From an optimization exercise on the open Yosys and OpenROAD flow, aimed at small area; shortcuts taken in it are not production practice.
In this exercise RTL edits were held to simulation tests only and were not proved equivalent to the original.
No activity file was given, so power comes from the tool's default toggle rates.

==> flow/design.v (outline; a module is shown in full before it is edited, if it fits) <==
// module yx_cvt32: 2054 lines
module yx_cvt32(clk, rst, in_valid, in_bits, in_code, in_ftz, in_sat, out_valid, out_bits, out_sat, out_flush);
  // ...
==> flow/flow/run.sh <==
#!/bin/bash
# The standard layout (bash standard.sh, the standard flow's own ORFS run) with these
# changes to how cells are chosen:
#  - the smallest buffer on every input and output port, not the one ORFS picks;
#  - the buffers ABC put in at synthesis are removed at floorplan (ORFS's
#    REMOVE_ABC_BUFFERS) instead of a timing repair there;
#  - after floorplan, flow/post_floorplan.tcl re-maps the combinational logic
#    for area (OpenROAD's restructure) and swaps any cell still sized up for
#    the smallest of the same function; the later repair steps size up again
#    wherever slew or timing needs it.
# Each tool's full output stays in orfs/logs/; make's own output goes to make.log.
set -euo pipefail
here=$(pwd)
export BUFFER_PORTS_ARGS="-buffer_cell sky130_fd_sc_hd__buf_1"
export REMOVE_ABC_BUFFERS=1
export POST_FLOORPLAN_TCL="$here/flow/post_floorplan.tcl"
bash standard.sh > make.log 2>&1
==> flow/flow/downsize.tcl <==
# Swap each combinational cell that synthesis sized up for the smallest cell
# of the same function (same name up to the drive-strength suffix) that the
# flow may use; the later repair steps size cells up again where timing or
# slew needs it. Registers, tie cells and tap cells are left alone.
set block [ord::get_db_block]
set db [ord::get_db]
set dont_use {}
if { [info exists ::env(DONT_USE_CELLS)] } { set dont_use $::env(DONT_USE_CELLS) }
array set best {}
foreach lib [$db getLibs] {
  foreach m [$lib getMasters] {
    set n [$m getName]
    if { ![regexp {^(sky130_fd_sc_hd__[a-z0-9]+)_([0-9]+)$} $n -> base drv] } { continue }
    if { [lsearch -exact $dont_use $n] >= 0 } { continue }
    if { [llength [get_lib_cells */$n]] == 0 } { continue }
    set a [expr { [$m getWidth] * [$m getHeight] }]
    if { ![info exists best($base)] || $a < [lindex $best($base) 1] } {
      set best($base) [list $n $a]
    }
  }
}
set swapped 0
foreach inst [$block getInsts] {
  set n [[$inst getMaster] getName]
  if { ![regexp {^(sky130_fd_sc_hd__[a-z0-9]+)_([0-9]+)$} $n -> base drv] } { continue }
  if { [regexp {__(df|dl|sdf|conb|tap|fill|decap|diode|clk)} $n] } { continue }
  if { ![info exists best($base)] } { continue }
  set to [lindex $best($base) 0]
  if { $to ne $n } {
    replace_cell [$inst getName] $to
    incr swapped
  }
}
puts "downsize: swapped $swapped cells for smaller ones of the same function"
==> flow/flow/filter_lib.py <==
#!/usr/bin/env python3
"""Copy a Liberty file without the cells named on the command line, so that
OpenROAD's restructure (which maps with ABC straight from a Liberty file and
does not read set_dont_use) cannot pick cells the platform marks don't-use.
usage: filter_lib.py in.lib out.lib cell [cell ...]"""
import re
import sys

src, dst, drop = sys.argv[1], sys.argv[2], set(sys.argv[3:])
cell_re = re.compile(r'^\s*cell\s*\(\s*"?([^")\s]+)"?\s*\)\s*\{')
skipping, depth = False, 0
with open(src) as fin, open(dst, "w") as fout:
    for line in fin:
        if not skipping:
            m = cell_re.match(line)
            if m and m.group(1) in drop:
                skipping, depth = True, 0
        if skipping:
            depth += line.count("{") - line.count("}")
            if depth <= 0:
                skipping = False
            continue
        fout.write(line)
==> flow/flow/post_floorplan.tcl <==
# Runs after ORFS's floorplan step (POST_FLOORPLAN_TCL). It only changes which
# cells implement the combinational logic; registers, ports and constraints
# stay as the standard synthesis left them.
#  1. remove the buffers ABC put in at synthesis;
#  2. re-map the combinational logic for area with OpenROAD's restructure
#     (ABC inside OpenROAD), which also checks the result against timing;
#  3. swap any cell that is still sized up for the smallest cell of the same
#     function (flow/downsize.tcl); later repair steps size up where needed.
remove_buffers
set rmp_dir [file join $::env(OBJECTS_DIR) rmp_work]
file mkdir $rmp_dir
# restructure maps from a Liberty file and ignores set_dont_use: give it a
# copy of the library without the don't-use cells.
set lib_file [file join $rmp_dir rmp.lib]
exec python3 [file join [file dirname [info script]] filter_lib.py] \
  [lindex $::env(LIB_FILES) 0] $lib_file {*}$::env(DONT_USE_CELLS)
set tielo [lindex $::env(TIELO_CELL_AND_PORT) 0]/[lindex $::env(TIELO_CELL_AND_PORT) 1]
set tiehi [lindex $::env(TIEHI_CELL_AND_PORT) 0]/[lindex $::env(TIEHI_CELL_AND_PORT) 1]
report_design_area
restructure -target area -liberty_file $lib_file -tielo_port $tielo -tiehi_port $tiehi \
  -work_dir $rmp_dir -abc_logfile [file join $rmp_dir abc.log]
report_design_area
source [file join [file dirname [info script]] downsize.tcl]
report_design_area
==> flow/standard.sh <==
#!/bin/bash
# synth_recipe.tcl (not shown) runs the flow's synth.tcl, then flattens the netlist and writes it again
# the make line also repeats each setting of config.mk as NAME=value (left out here)
make -C /OpenROAD-flow-scripts/flow DESIGN_CONFIG=/design/flow/config.mk WORK_HOME=/design/flow/orfs CLKGATE_MAP_FILE= SYNTH_SCRIPT=/design/flow/synth_recipe.tcl "${@:-finish}"
==> flow/config.mk <==
export PLATFORM = sky130hd
export DESIGN_NAME = yx_cvt32
export DESIGN_NICKNAME = yx_cvt32
export VERILOG_FILES = /design/flow/design.v
export SDC_FILE = /design/flow/constraint.sdc
export NUM_CORES = 4
export LEC_CHECK = 0
export ABC_AREA = 1
export CAP_MARGIN = 20
export CORE_MARGIN = 2
export CORE_UTILIZATION = 40
export CTS_BUF_LIST = sky130_fd_sc_hd__clkbuf_16
export CTS_CLUSTER_DIAMETER = 500
export CTS_CLUSTER_SIZE = 40
export SLEW_MARGIN = 20
==> flow/constraint.sdc <==
create_clock -name core_clock -period 16.0 [get_ports {clk}]
set_input_delay 3.2000 -clock core_clock [delete_from_list [all_inputs] [get_ports {clk}]]
set_output_delay 3.2000 -clock core_clock [all_outputs]
set_load 0.01 [all_outputs]
==> impl_metrics.json, run 1 <==
{
  "status": "finished clean",
  "yosys_register_bits": 35,
  "final_cells": 916,
  "boundaryPins": 76,
  "post-cts-setup-buffers": 0,
  "seqCellArea_um2": 701,
  "path_buf_inv": 9,
  "dominant_cells": "multi-input gates",
  "crit_family": "compound AO/OA/AOI/OAI gates",
  "switching_power_mw": 0.190,
  "synth.distinct_cells": 52,
  "nonClkBufAreaFrac_pct": 19.6,
  "crit_end": "out_bits[12]$_DFF_P_",
  "clock_tree.root_cell": "clkbuf_16",
  "ir_drop_mv": 0.0304,
  "path_class": "in -> reg",
  "use_met2_pct": 33.7,
  "synth.most_common_cell": "nand2_1",
  "ys.flop_type": "dfxtp_1",
  "die_w_um": 118,
  "timing.final.crit_share_pct": 92.5,
  "top_register": "out_bits",
  "postCtsHoldBufs": 0,
  "diodes": 0,
  "worst_path_largest_cell_delay_ns": 0.38
}
==> inputs of run 2 (changes only) <==
--- a/flow/config.mk
+++ b/flow/config.mk
@@ -11,5 +11,4 @@
 export CORE_UTILIZATION = 40
-export CTS_BUF_LIST = sky130_fd_sc_hd__clkbuf_16
-export CTS_CLUSTER_DIAMETER = 500
-export CTS_CLUSTER_SIZE = 40
+export CTS_BUF_LIST = sky130_fd_sc_hd__clkbuf_8
+export GPL_TIMING_DRIVEN = 0
 export SLEW_MARGIN = 20
==> run 2 against run 1 <==
Total power down 8.7%. Utilization down 2.3 points. Clock power shrank 34%. Critical path type unchanged. Area after synthesis is the same. Largest cell class unchanged. Critical endpoint is now out_bits[23]$_DFF_P_. Final cell count decreased by 7.5%. Non-clock buffer count fell by 69. Cell area down 5.8%. Sequential cell count unchanged. Critical path depth fell by 4. Still clean on timing, DRC and antenna.
==> impl_metrics.json, run 2 <==
{
  "synth_cells": 870,
  "num_rows": 41,
  "finalWorstSetupSlack_ns": 0.965,
  "routed-via-count": 5036,
  "yosys.area.top_type": "nand2_1",
  "place_congestion": 1.01,
  "timing.final.crit_share_pct": 94.0,
  "worstPathArrival_ns": 15.27,
  "clk_pin_slew_worst_paths_ns": 0.07,
  "drcViolationCount": 0,
  "fmax_ghz": 0.0665,
  "synth-edff-count": 0,
  "drive_above_1_share_pct": 14.7,
  "cp-start-kind": "input port",
  "cts_made_buffers": 5,
  "area_growth_pct": -8.45,
  "worst_setup_path_end_kind": "flop",
  "hold_violations": 0,
  "leakagePower_nw": 1.49,
  "swShare_pct": 47.7,
  "fin_tns_setup_ns": 0,
  "ys_warn_count": 1,
  "p_comb_share_pct": 59.3,
  "slew_viol_final": 0,
  "crit_top_cell": "nor2_1",
  "drt_wl_total_um": 15300,
  "powerDensity_nw_per_um2": 84.4,
  "cp_slowest_cell": "or3_4",
  "syn_area_um2": 5180,
  "start_util_pct": 41.1,
  "boundaryPins": 76,
  "worst_path_largest_cell_delay_ns": 0.47,
  "wl_per_cell_um": 18.1,
  "worst_pin_slew_ns": 1.00,
  "clock_sinks": 35,
  "top_register": "out_bits",
  "path_class": "in -> reg",
  "p_int_mw": 0.209,
  "most-common-layout-cells": "nor2_1 (67), buf_1 (66), o21ai_0 (63), clkinv_1 (61), o22ai_1 (47)",
  "synth_area_leaders": "nand2_1 (14%), dfxtp_1 (14%), ha_1 (12%)",
  "seq_area_frac_synth_pct": 13.5,
  "yosysTopAreaCellShare_pct": 14.3,
  "clock_path_buffers": 2,
  "async_flop_share_pct": 0,
  "grt_pass1_vias": 4346,
  "grt_max_degree": 30,
  "switching_power_mw": 0.191,
  "diodes": 0,
  "nets": 715,
  "ys.flop_type": "dfxtp_1",
  "grt_antenna_before_repair": 0,
  "hp-class": "in -> reg",
  "largest_reg_flops": 32,
  "postRouteAntennaNets": 0,
  "cap_violations": 0,
  "die_w_um": 118,
  "dpl.hpwl_um": 11900,
  "overflow": 0,
  "yosys-top-cells-count": "nand2_1 (197), inv_1 (143), nand3_1 (84), nor2_1 (68), ha_1 (48)",
  "power_frac_seq_pct": 25.9,
  "die-area_um2": 13900,
  "avgViaCountPerCell": 5.95,
  "grt_usage_pct": 20.8,
  "postCtsHoldBufs": 0,
  "drt_iter0_markers": 607,
  "setup_viol": 0,
  "finish.instance_area_um2": 4740,
  "grt_first_pass_wirelength_um": 23300,
  "relSlewSlack_pct": 32.9,
  "post_dp_cell_area_um2": 4180,
  "synth.distinct_cells": 52,
  "ir_drop_mv": 0.0282,
  "cp.required_ns": 16.24,
  "die-height_um": 118,
  "ctsHtreeMaxLevel": 2,
  "avgSynthCellArea_um2": 5.96,
  "synth.most_common_cell": "nand2_1",
  "layout_commonest_cell": "nor2_1",
  "first_pass_iters": 8,
  "clock_power_share_pct": 14.8,
  "clock_tree.root_cell": "clkbuf_8",
  "finalCriticalPeriod_ns": 15.03,
  "cts_tree": "built",
  "status": "finished clean",
  "cp_max_fo": 25,
  "dpl_worst_slack_ns": -3.28,
  "fin_hold_ws_ns": 3.06,
  "port_buffers": 75,
  "yosys_register_bits": 35,
  "core_area_um2": 12600
}
-- run 2: cell counts after synthesis --
No cell type changed its count.
-- run 2: cell families after synthesis --
logic type      Yosys count  share of synthesized area (%)
compound gates          141                           17.3
buf+inv                 193                           15.2
simple gates            444                           40.4
fa+ha+maj                50                           12.4
flops                    35                           13.5
xor+xnor                  7                           1.18
-- run 2: final cells by class --
type	count	area, um2
Timing Repair Buffer	96	487
Clock buffer	5	68.8
Clock inverter	3	12.5
Tap cell	172	215
Multi-Input combinational cell	461	2940
Inverter	75	319
Sequential cell	35	701
Fill cell	1372	7880
-- run 2: worst max-delay path, delay by kind of cell --
family	cells	cell delay (ns)
AOI/OAI and AO/OA	38	5.71
and+or+nand+nor	35	5.30
buffers and inverters	5	0.99
-- run 2: power groups by stage --
stage / clock network (mW) / logic (mW) / registers [mW]
after floorplan: 0 / 0.182 / 0.118
after global placement: 0 / 0.198 / 0.106
after detailed placement: 0 / 0.199 / 0.106
after CTS: 0.0625 / 0.208 / 0.104
after global routing: 0.0667 / 0.255 / 0.105
final: 0.0593 / 0.237 / 0.104
-- run 2: timing repair --
item                       4_1_cts  5_1_grt
setup endpoints to repair       33       33
buffers inserted                 2       16
pin swaps                        2       11
gates resized for setup         58       60
-- run 2: stage by stage --
stage	utilization [%]	power, mW	std cells
after floorplan	-	0.300	844
after detailed placement	33.1	0.305	821
after CTS	35.1	0.374	831
final	37.6	0.400	847
after global placement	32.7	0.303	818
after global routing	37.6	0.427	847
-- run 2: worst paths after layout --
path / start / to / slack, ns / cells past startpoint
hold / removal: rst / out_valid$_SDFF_PP0_ / 3.06 / 2
setup / recovery: in_bits[29] / out_bits[23]$_DFF_P_ / 0.97 / 78
-- run 2: layer usage --
metal / track usage (%) / vias to the layer above / part of all wire, %
li1: - / 2418 / -
met1: 28.6 / 2294 / 44
met2: 32.4 / 280 / 44
met3: 3.00 / 44 / 8.4
met4: 9.04 / 0 / 3.6
met5: 0 / - / 0
==> inputs of run 3 (changes only) <==
--- a/flow/config.mk
+++ b/flow/config.mk
@@ -12,3 +12,2 @@
 export CTS_BUF_LIST = sky130_fd_sc_hd__clkbuf_8
-export GPL_TIMING_DRIVEN = 0
 export SLEW_MARGIN = 20
==> run 3 against run 2 <==
Still clean on timing, DRC and antenna. Critical path depth is 3 higher. Worst setup slack gained 0.21 ns. Sequential cell count unchanged. Cell area up 5.4%. Utilization up 2.0 points. Worst hold slack improved by 0.0013 ns. Final cell count rose by 8.1%. Clock power grew 17%. Sequential share of layout area decreased by 0.76 points. First-iteration DRC count is 20% higher. Via count rose by 6.9%. Die area is the same. Critical path type unchanged. Critical endpoint is now out_bits[13]$_DFF_P_. Largest power group unchanged.
==> impl_metrics.json, run 3 <==
{
  "die-area_um2": 13900,
  "postCtsHoldBufs": 0,
  "wl_per_cell_um": 17.8,
  "start_util_pct": 41.1,
  "worstPathArrival_ns": 14.98,
  "synth.most_common_cell": "nand2_1",
  "drive_above_1_share_pct": 15.3,
  "grt_antenna_before_repair": 0,
  "port_buffers": 75,
  "postRouteAntennaNets": 0,
  "leakagePower_nw": 1.73,
  "clock_path_buffers": 2,
  "slew_viol_final": 0,
  "worst_path_largest_cell_delay_ns": 0.38,
  "whs_endpoint": "out_valid$_SDFF_PP0_",
  "clock_tree.root_cell": "clkbuf_8",
  "die_w_um": 118,
  "hp-start": "rst",
  "worst_pin_slew_ns": 1.02,
  "hp-class": "in -> reg",
  "overflow": 0,
  "ctsHtreeMaxLevel": 2,
  "path_buf_inv": 8,
  "finalWorstSetupSlack_ns": 1.18,
  "cp-start-kind": "input port",
  "power.total_mw": 0.418,
  "setup_viol": 0,
  "finish.instance_area_um2": 5000,
  "most-common-layout-cells": "buf_4 (87), buf_1 (74), o21ai_0 (74), nor2_1 (73), clkinv_1 (72)",
  "synth-edff-count": 0,
  "yosysTopAreaCellShare_pct": 14.3,
  "synth_cells": 870,
  "final_cells": 916,
  "dpl_worst_slack_ns": -0.281,
  "core_area_um2": 12600,
  "relSlewSlack_pct": 31.4,
  "boundaryPins": 76,
  "avgViaCountPerCell": 5.88,
  "finalCriticalPeriod_ns": 14.82,
  "yosys_register_bits": 35,
  "cap_violations": 0,
  "clk_pin_slew_worst_paths_ns": 0.06,
  "fin_tns_setup_ns": 0,
  "nets": 784,
  "avgSynthCellArea_um2": 5.96,
  "status": "finished clean",
  "drt_iter0_markers": 728,
  "min_path_cells": 2,
  "powerDensity_nw_per_um2": 83.6,
  "cp_max_fo": 25,
  "first_pass_iters": 5,
  "synth_area_leaders": "nand2_1 (14%), dfxtp_1 (14%), ha_1 (12%)",
  "path_class": "in -> reg",
  "grt_usage_pct": 22.5,
  "yosys.area.top_type": "nand2_1",
  "clock_sinks": 35,
  "num_rows": 41,
  "cp_slowest_cell": "o32a_1",
  "crit_top_cell": "nor2_1",
  "cts_tree": "built",
  "diodes": 0,
  "seq_area_frac_synth_pct": 13.5,
  "grt_max_degree": 26,
  "top_register": "out_bits",
  "ys.flop_type": "dfxtp_1",
  "drt_wl_total_um": 16300,
  "grt_pass1_vias": 4792,
  "dpl.hpwl_um": 13200,
  "post_dp_cell_area_um2": 4820,
  "fmax_ghz": 0.0675,
  "place_congestion": 1.01,
  "place_inst": 907,
  "cts_made_buffers": 5,
  "layout_commonest_cell": "buf_4",
  "async_flop_share_pct": 0,
  "yosys-top-cells-count": "nand2_1 (197), inv_1 (143), nand3_1 (84), nor2_1 (68), ha_1 (48)",
  "worst_setup_path_end_kind": "flop",
  "crit_family": "compound AO/OA/AOI/OAI gates",
  "area_growth_pct": -3.50,
  "die-height_um": 118,
  "largest_reg_flops": 32,
  "routed-via-count": 5382,
  "ir_drop_mv": 0.0244,
  "cp.required_ns": 16.16,
  "synth.distinct_cells": 52,
  "hold_violations": 0,
  "grt_first_pass_wirelength_um": 25300,
  "timing.final.crit_share_pct": 92.6,
  "drcViolationCount": 0,
  "ys_warn_count": 1,
  "syn_area_um2": 5180
}
==> run 3: cell counts after synthesis <==
No cell type changed its count.
==> run 3: worst max path at each step <==
stage | from | end | slack (ns) | depth (start not counted)
5_1_grt | in_code[2] | out_bits[10]$_DFF_P_ | -0.03 | 83
6_report | in_bits[25] | out_bits[13]$_DFF_P_ | 1.18 | 81
2_1_floorplan | in_code[2] | out_bits[22]$_DFF_P_ | -1.12 | 98
3_5_place_dp | in_bits[29] | out_bits[12]$_DFF_P_ | -0.28 | 79
4_1_cts | in_bits[29] | out_bits[30]$_DFF_P_ | 0.05 | 79
3_3_place_gp | in_bits[29] | out_bits[13]$_DFF_P_ | -0.03 | 79
==> run 3: cells by family (layout without fill, tap and decap cells) <==
group | count (synthesis) | in the layout | synth area share [%]
AND/OR/NAND/NOR | 444 | 181 | 40.4
buffers and inverters | 193 | 248 | 15.2
AO/OA/AOI/OAI | 141 | 272 | 17.3
adder cells (fa/ha/maj) | 50 | 0 | 12.4
flip-flops | 35 | 35 | 13.5
XOR/XNOR | 7 | 8 | 1.18
==> run 3: final cells by class <==
type / count / area, um2
Clock buffer: 7 / 96.3
Clock inverter: 1 / 3.75
Inverter: 75 / 282
Tap cell: 172 / 215
Sequential cell: 35 / 701
Fill cell: 1437 / 7620
Timing Repair Buffer: 165 / 987
Multi-Input combinational cell: 461 / 2720
==> run 3: per-layer routing <==
metal / vias to the layer above / part of all wire (%) / track usage, %
met3: 55 / 9.4 / 4.51
li1: 2548 / - / -
met2: 306 / 43 / 34.7
met4: 0 / 3.7 / 8.43
met5: - / 0 / 0
met1: 2473 / 44 / 30.8
==> run 3: metrics by stage <==
step	hold slack [ns]	util [%]
detailed placement	3.37	38.2
global placement	3.36	38.2
CTS	3.06	39.0
global route	3.07	39.6
finish	3.06	39.6
floorplan	3.27	-
==> run 3: timing repair <==
action                                  in CTS  in global routing
endpoints found under the setup margin       5                 33
pin swaps                                    0                  1
setup buffers                                0                  1
resized for setup                            1                 36
==> run 3: where the power goes <==
part	switching (mW)	internal [mW]	leakage (nW)	total [mW]
clock network	0.0310	0.0386	0.0557	0.0696
logic	0.153	0.0913	1.38	0.244
registers	0.00302	0.101	0.289	0.104

[re-timing with driven ports]
Ports are ideal in the flow. The routed layouts listed here were re-timed in OpenROAD. Step 1: set_driving_cell puts a clkbuf_16 on clk and a buf_2 on each other input, an assumption about the parent block. Step 2 moves the port delays by t, midway between the first and last clock arrival at a register: inputs arrive t later, outputs are due t later. That takes back most of the time a late clock gives input paths. a / b / c = no drivers / after step 1 / after step 2; a / b = the first two.
run | t, ns | slack for setup (ns) | hold WS [ns] | cell pins on the clock port's net
run 1 | 0.314 | 1.200 / 1.215 / 0.902 | 3.077 / 3.064 / 3.377 | 1
run 2 | 0.324 | 0.965 / 0.979 / 0.655 | 3.058 / 3.046 / 3.370 | 1
run 3 | 0.330 | 1.180 / 1.194 / 0.864 | 3.059 / 3.045 / 3.375 | 1
After both steps every run listed still meets setup and hold. The setup slack of run 3, which loses most, moves by +0.014 ns with the drivers and by -0.316 ns with both steps.
